This is an optimization exercise on Yosys and OpenROAD, whose aim is small area, a short achievable clock period and few clock cycles per item, not a production implementation.
Only the layout flow was run in this run; the RTL was not checked for function there.

$ cat flow/config.mk
export PLATFORM = sky130hd
export DESIGN_NAME = grn_convert
export DESIGN_NICKNAME = grn_convert
export VERILOG_FILES = /design/flow/design.v
export SDC_FILE = /design/flow/constraint.sdc
export NUM_CORES = 4
export LEC_CHECK = 0
export ABC_CLOCK_PERIOD_IN_PS = 7000
export CAP_MARGIN = 20
export CORE_MARGIN = 2
export CORE_UTILIZATION = 40
export SLEW_MARGIN = 20
$ cat flow/constraint.sdc
create_clock -name core_clock -period 33.0 [get_ports {clk}]
set_input_delay 6.6000 -clock core_clock [delete_from_list [all_inputs] [get_ports {clk}]]
set_output_delay 6.6000 -clock core_clock [all_outputs]
set_load 0.01 [all_outputs]
$ cat flow/design.v
module grn_curve (
    input  wire [19:0] e0,
    input  wire [19:0] e1,
    input  wire [3:0]  f,
    output wire [23:0] x
);
    reg [23:0] d0;
    reg [23:0] d1;
    always @(*) begin
        case (e0[19:18])
            2'd0:    d0 = {e0[17:0], 6'b0};
            2'd1:    d0 = {2'b0, e0[17:0], 4'b0};
            2'd2:    d0 = {4'b0, e0[17:0], 2'b0};
            default: d0 = {6'b0, e0[17:0]};
        endcase
        case (e1[19:18])
            2'd0:    d1 = {e1[17:0], 6'b0};
            2'd1:    d1 = {2'b0, e1[17:0], 4'b0};
            2'd2:    d1 = {4'b0, e1[17:0], 2'b0};
            default: d1 = {6'b0, e1[17:0]};
        endcase
    end
    wire signed [24:0] diff = $signed({1'b0, d1}) - $signed({1'b0, d0});
    wire signed [29:0] prod = diff * $signed({1'b0, f});
    wire signed [29:0] sum  = prod + 30'sd8;
    wire signed [25:0] step = sum >>> 4;
    wire signed [25:0] xs   = $signed({2'b0, d0}) + step;
    assign x = xs[23:0];
endmodule
module grn_mrow (
    input  wire [23:0] x0,
    input  wire [23:0] x1,
    input  wire [23:0] x2,
    input  wire [15:0] m0,        
    input  wire [15:0] m1,
    input  wire [15:0] m2,
    output wire [23:0] yc,
    output wire        clip
);
    wire signed [42:0] ys = $signed(m0) * $signed({1'b0, x0})
                          + $signed(m1) * $signed({1'b0, x1})
                          + $signed(m2) * $signed({1'b0, x2})
                          + 43'sd8192;
    wire lo = ys[42] || (ys == 43'sd0);
    wire hi = !ys[42] && (ys[41:38] != 4'd0);
    assign yc   = lo ? 24'd0 : hi ? 24'hFFFFFF : ys[37:14];
    assign clip = lo | hi;
endmodule
module grn_fac (
    input  wire [23:0] y,
    input  wire [15:0] k,
    output wire [23:0] l,
    output wire        clip
);
    wire [40:0] p = y * k + 41'd16384;
    assign clip = p[39];
    assign l    = p[39] ? 24'hFFFFFF : p[38:15];
endmodule
module grn_convert (
    input  wire         clk,
    input  wire         rst_n,
    input  wire         in_valid,
    output wire         in_ready,
    input  wire [59:0]  in_e0,        
    input  wire [59:0]  in_e1,        
    input  wire [11:0]  in_f,         
    input  wire [143:0] in_m,         
    input  wire [47:0]  in_tf,        
    input  wire [47:0]  in_d,         
    input  wire         in_thermen,
    input  wire         in_derateen,
    output wire         out_valid,
    output wire [71:0]  out_l,        
    output wire [2:0]   out_clip      
);
    reg ready_r;
    reg [4:0] v;
    assign in_ready  = ready_r;
    assign out_valid = v[4];
    always @(posedge clk) begin
        if (!rst_n) begin
            ready_r <= 1'b0;
            v       <= 5'd0;
        end else begin
            ready_r <= 1'b1;
            v       <= {v[3:0], in_valid & ready_r};
        end
    end
    reg [59:0]  e0_0, e1_0;
    reg [11:0]  f_0;
    reg [143:0] m_0;
    reg [47:0]  tf_0, d_0;
    always @(posedge clk) begin
        e0_0 <= in_e0;
        e1_0 <= in_e1;
        f_0  <= in_f;
        m_0  <= in_m;
        tf_0 <= in_thermen  ? in_tf : {3{16'h8000}};
        d_0  <= in_derateen ? in_d  : {3{16'h8000}};
    end
    wire [23:0] cx0, cx1, cx2;
    grn_curve u_curve0 (.e0(e0_0[19:0]),  .e1(e1_0[19:0]),  .f(f_0[3:0]),  .x(cx0));
    grn_curve u_curve1 (.e0(e0_0[39:20]), .e1(e1_0[39:20]), .f(f_0[7:4]),  .x(cx1));
    grn_curve u_curve2 (.e0(e0_0[59:40]), .e1(e1_0[59:40]), .f(f_0[11:8]), .x(cx2));
    reg [71:0]  x_1;
    reg [143:0] m_1;
    reg [47:0]  tf_1, d_1;
    always @(posedge clk) begin
        x_1  <= {cx2, cx1, cx0};
        m_1  <= m_0;
        tf_1 <= tf_0;
        d_1  <= d_0;
    end
    wire [71:0] yc;
    wire [2:0]  cm;
    genvar q;
    generate for (q = 0; q < 3; q = q + 1) begin : g_row
        grn_mrow u_row (
            .x0(x_1[23:0]), .x1(x_1[47:24]), .x2(x_1[71:48]),
            .m0(m_1[48*q +: 16]), .m1(m_1[48*q + 16 +: 16]), .m2(m_1[48*q + 32 +: 16]),
            .yc(yc[24*q +: 24]), .clip(cm[q])
        );
    end endgenerate
    reg [71:0] y_2;
    reg [2:0]  c_2;
    reg [47:0] tf_2, d_2;
    always @(posedge clk) begin
        y_2  <= yc;
        c_2  <= cm;
        tf_2 <= tf_1;
        d_2  <= d_1;
    end
    wire [71:0] yt;
    wire [2:0]  ct;
    generate for (q = 0; q < 3; q = q + 1) begin : g_th
        grn_fac u_fac (.y(y_2[24*q +: 24]), .k(tf_2[16*q +: 16]), .l(yt[24*q +: 24]), .clip(ct[q]));
    end endgenerate
    reg [71:0] y_3;
    reg [2:0]  c_3;
    reg [47:0] d_3;
    always @(posedge clk) begin
        y_3 <= yt;
        c_3 <= c_2 | ct;
        d_3 <= d_2;
    end
    wire [71:0] yd;
    wire [2:0]  cd;
    generate for (q = 0; q < 3; q = q + 1) begin : g_de
        grn_fac u_fac (.y(y_3[24*q +: 24]), .k(d_3[16*q +: 16]), .l(yd[24*q +: 24]), .clip(cd[q]));
    end endgenerate
    reg [71:0] l_4;
    reg [2:0]  c_4;
    always @(posedge clk) begin
        l_4 <= yd;
        c_4 <= c_3 | cd;
    end
    assign out_l    = l_4;
    assign out_clip = c_4;
endmodule
$ cat flow/run.sh
#!/bin/bash
# synth_recipe.tcl (not shown) runs the flow's synth.tcl, then flattens the netlist and writes it again
# the make line also repeats each setting of config.mk as NAME=value (left out here)
make -C /OpenROAD-flow-scripts/flow DESIGN_CONFIG=/design/flow/config.mk WORK_HOME=/design/flow/orfs CLKGATE_MAP_FILE= SYNTH_SCRIPT=/design/flow/synth_recipe.tcl finish
==> results by group <==
Clock tree
  • Total CTS buffers: 143
  • Max clock buf depth: 4
  • PostCTS Resize Cnt: 0
  • Clock slew seen by the registers of the worst setup and hold paths: 0.06 ns
  • H-tree levels: 4
  • Clock Latency Late Sink: 0.97 ns
  • Clock sink total: 1059
  • CTS root buf: clkbuf_16
  • Post-CTS Repair Setup Buffers: 0
  • CTS tree: built
  • Hold Buf Count CTS: 0

Logic synthesis
  • Largest family of logic cells by synthesized area: adder cells
  • Seq/Total Area, Yosys: 8.99%
  • Count leader, synth: inv_1
  • Post-synthesis mux area share: 0.575%
  • Xor/xnor share of the synthesized area: 2.69%
  • Post-synthesis simple-gate area fraction: 16.1%
  • Post-synth EDFFs: 0
  • Yosys reg bits: 1059
  • Average cell area after synthesis: 9.05 sq um
  • Top cell type's share of synthesized area: 41.3%
  • Unique masters post-synth: 99
  • Net Count, Synth: 33900
  • Async S/R FF share, synth: 0%
  • Compound-gate portion of the synthesized area: 5.50%
  • Post-Synthesis Cells: 26100
  • Most frequent cells after synthesis: 5812 x inv_1, 4869 x fa_1, 3748 x nand2_1, 2601 x ha_1, 2570 x and2_1
  • Post-Syn Area: 0.236 sq mm
  • Dominant cells by area after synthesis: fa_1 41%, ha_1 14%, inv_1 9.3%
  • Post-Synth Adder-Cell Area: 55.1%
  • Synth Flop Type: dfxtp_1
  • Leading area contributor after synthesis: fa_1
  • Ys Warns: 2

Critical path
  • Largest stage delay, worst path: 0.94 ns
  • Startpoint types: flop
  • Worst Path Arrival: 12.70 ns
  • Worst path slowest cell: nor2_1
  • Req. time, crit path: 33.78 ns
  • Crit-path max FO: 27
  • CP Launch Point: x_1[37]
  • Reg2reg start: x_1[37]
  • Worst Path Buf+Inv: 6
  • Crit-path leading delay family: adder cells
  • Crit Path Class: reg -> reg
  • Crit end category: flop
  • Worst path most repeated cell: fa_1

Placement
  • Placed Instances: 33600
  • GPL Wtd Cong: 0.922
  • Detailed placer's ending HPWL: 519000 um
  • Placed cell areas: 0.249 sq mm
  • DP Worst Slack: 21.31 ns
  • IO buf count: 453

Timing
  • Fin crit share: 36.1%
  • Slew Limit Fails: 0
  • Setup violators final: 0
  • Final Worst Setup Slack: 21.08 ns
  • Final clock skew: 0.108 ns
  • Min Tclk post-route: 11.92 ns
  • RSZ-0062 raised after global routing: no
  • Setup TNS: 0 ns
  • Worst-Margin Slew: 1.26 ns
  • Final number of hold-violating endpoints: 0
  • Relative slew slack: 15.8%
  • Fin Hold WS: 0.286 ns
  • Fmax: 83.9 MHz

Drt
  • Detailed Routing Iterations Pass 1: 6
  • Routed vias: 170000
  • Via density: 5.01
  • Initial DRC count: 9752
  • ANT nets after route: 0
  • Routed len/inst: 19.4 um
  • DRC viols: 0
  • Final WL: 658000 um

Final layout
  • Final non-filler cell area: 0.254 sq mm
  • Share of cells above drive strength 1: 3.31%
  • Final cell count without fillers: 33900
  • Area delta synth->final: 7.57%
  • Fin nets: 33700
  • Fillers: 58000
  • Area of the multi-input gates: 0.189 sq mm
  • Register area: 0.0213 sq mm

Worst hold path
  • Hold path startpoint: m_0[31]
  • Hold/Removal Path Class: reg -> reg

Die
  • Core area: 0.589 sq mm
  • Io pins: 454
  • Die height: 772 um
  • Initial Util: 40.1%
  • Die area: 0.596 sq mm
  • # rows: 282
  • Die span in x: 772 um

Global routing
  • Initial antenna violation count: 47
  • First-pass GRT wire length: 1040000 um
  • Global route total overflow: 0
  • Largest net degree at the start of global routing: 49
  • GRT Overall Usage: 22.4%
  • Number of global-route vias before repair: 183000

Job
  • Max_cap viols: 0

Outcome
  • Outcome: finished clean
-- per-layer routing --
| metal | vias up | track usage [%] | wire length, um |
|---|---|---|---|
| met4 | 12 | 9.27 | 31800 |
| li1 | 77400 | - | - |
| met1 | 86600 | 29.6 | 283000 |
| met5 | - | 0 | 78 |
| met2 | 4760 | 36.5 | 300000 |
| met3 | 945 | 3.81 | 43100 |
-- worst paths after layout --
kind                   to  slack [ns]  depth (start not counted)
setup / recovery   c_2[2]       21.08                         34
hold / removal    m_1[31]        0.29                          0
setup reg to reg   c_2[2]       21.08                         34
hold reg to reg   m_1[31]        0.29                          0
-- cell families after synthesis --
| family | Yosys count |
|---|---|
| compound gates | 1967 |
| simple gates | 7816 |
| buf+inv | 6898 |
| mux | 130 |
| fa+ha+maj | 7470 |
| xor+xnor | 724 |
| flops | 1059 |
-- stage by stage --
step                utilization [%]
global placement               42.2
CTS                            43.1
detailed placement             42.2
global route                   43.1
floorplan                         -
finish                         43.1
-- registers in the layout (all words and copies together) (netlist names), 60 cells and up --
signal,count
e0_0,60
e1_0,60
l_4,72
m_0,144
m_1,144
x_1,72
y_2,72
y_3,72
-- worst reg2reg max path: cells and delay by family (launching register included) --
kind,cells,cell delay (ns)
flip-flops,1,0.72
adder cells (fa/ha/maj),10,4.45
AO/OA/AOI/OAI,14,4.01
buffers and inverters,6,0.92
AND/OR/NAND/NOR,4,1.72
-- cell usage in the layout, fill, tap and decap left out, types with 31 or more instances in the layout --
master | netlist | final
diode_2 | 0 | 60
o21ai_1 | 31 | 31
a211oi_1 | 53 | 53
a31oi_1 | 59 | 59
a21oi_1 | 599 | 599
o31ai_1 | 38 | 38
or2_2 | 62 | 62
mux2i_1 | 86 | 86
a21o_1 | 293 | 293
nand2b_1 | 207 | 207
o21a_1 | 162 | 162
fa_1 | 4869 | 4869
nand2_1 | 3748 | 3748
clkbuf_16 | 0 | 145
o21ai_0 | 316 | 316
mux2_2 | 44 | 44
dfxtp_2 | 0 | 93
nand3_1 | 145 | 145
o21bai_1 | 72 | 72
xor2_1 | 244 | 243
and2_1 | 2570 | 2570
nand4_1 | 45 | 45
and3_1 | 77 | 77
or3_1 | 58 | 58
nor2_1 | 525 | 525
xnor2_1 | 479 | 464
nor3_1 | 155 | 155
a211o_1 | 33 | 33
nor2b_1 | 118 | 118
o211ai_1 | 32 | 32
buf_4 | 3 | 315
dfxtp_1 | 1059 | 966
ha_1 | 2601 | 2601
clkdlybuf4s50_1 | 0 | 452
inv_1 | 5812 | 5812
-- cell type report --
class	instances	area share, %
well taps	7810	3.85
diodes	60	0.0592
flip-flops and latches	1059	8.40
inverters	5813	8.60
clock buffers	175	1.54
repair buffers	771	2.74
multi-input cells	18100	74.4
clock inverters	82	0.371

-- what the ideal ports hide --
The flow's constraints put no driver on any port. The routed layout listed below was extracted and timed again, unchanged, in two steps.
Step 1 (the two cells are an assumption about what drives the block):
set clk [get_ports {clk}]
set_driving_cell -lib_cell sky130_fd_sc_hd__clkbuf_16 $clk
set_driving_cell -lib_cell sky130_fd_sc_hd__buf_2 [delete_from_list [all_inputs] $clk]
Step 2 moves the port delays by t, midway between the first and last clock arrival at a register: inputs arrive t later, outputs are due t later. That takes back most of the time a late clock gives input paths.
a / b / c = ideal ports / drivers / drivers and shift; a / b = the first two.
t, ns: 1.048
slack for setup (ns): 21.075 / 21.075 / 21.075
clock arrival spread, ns: 0.115 / 0.115
pins driven straight from the clock port: 1
After both steps setup and hold are still met in this run. For this run, drivers alone change the setup slack by 0.000 ns; drivers and shift together by 0.000 ns.
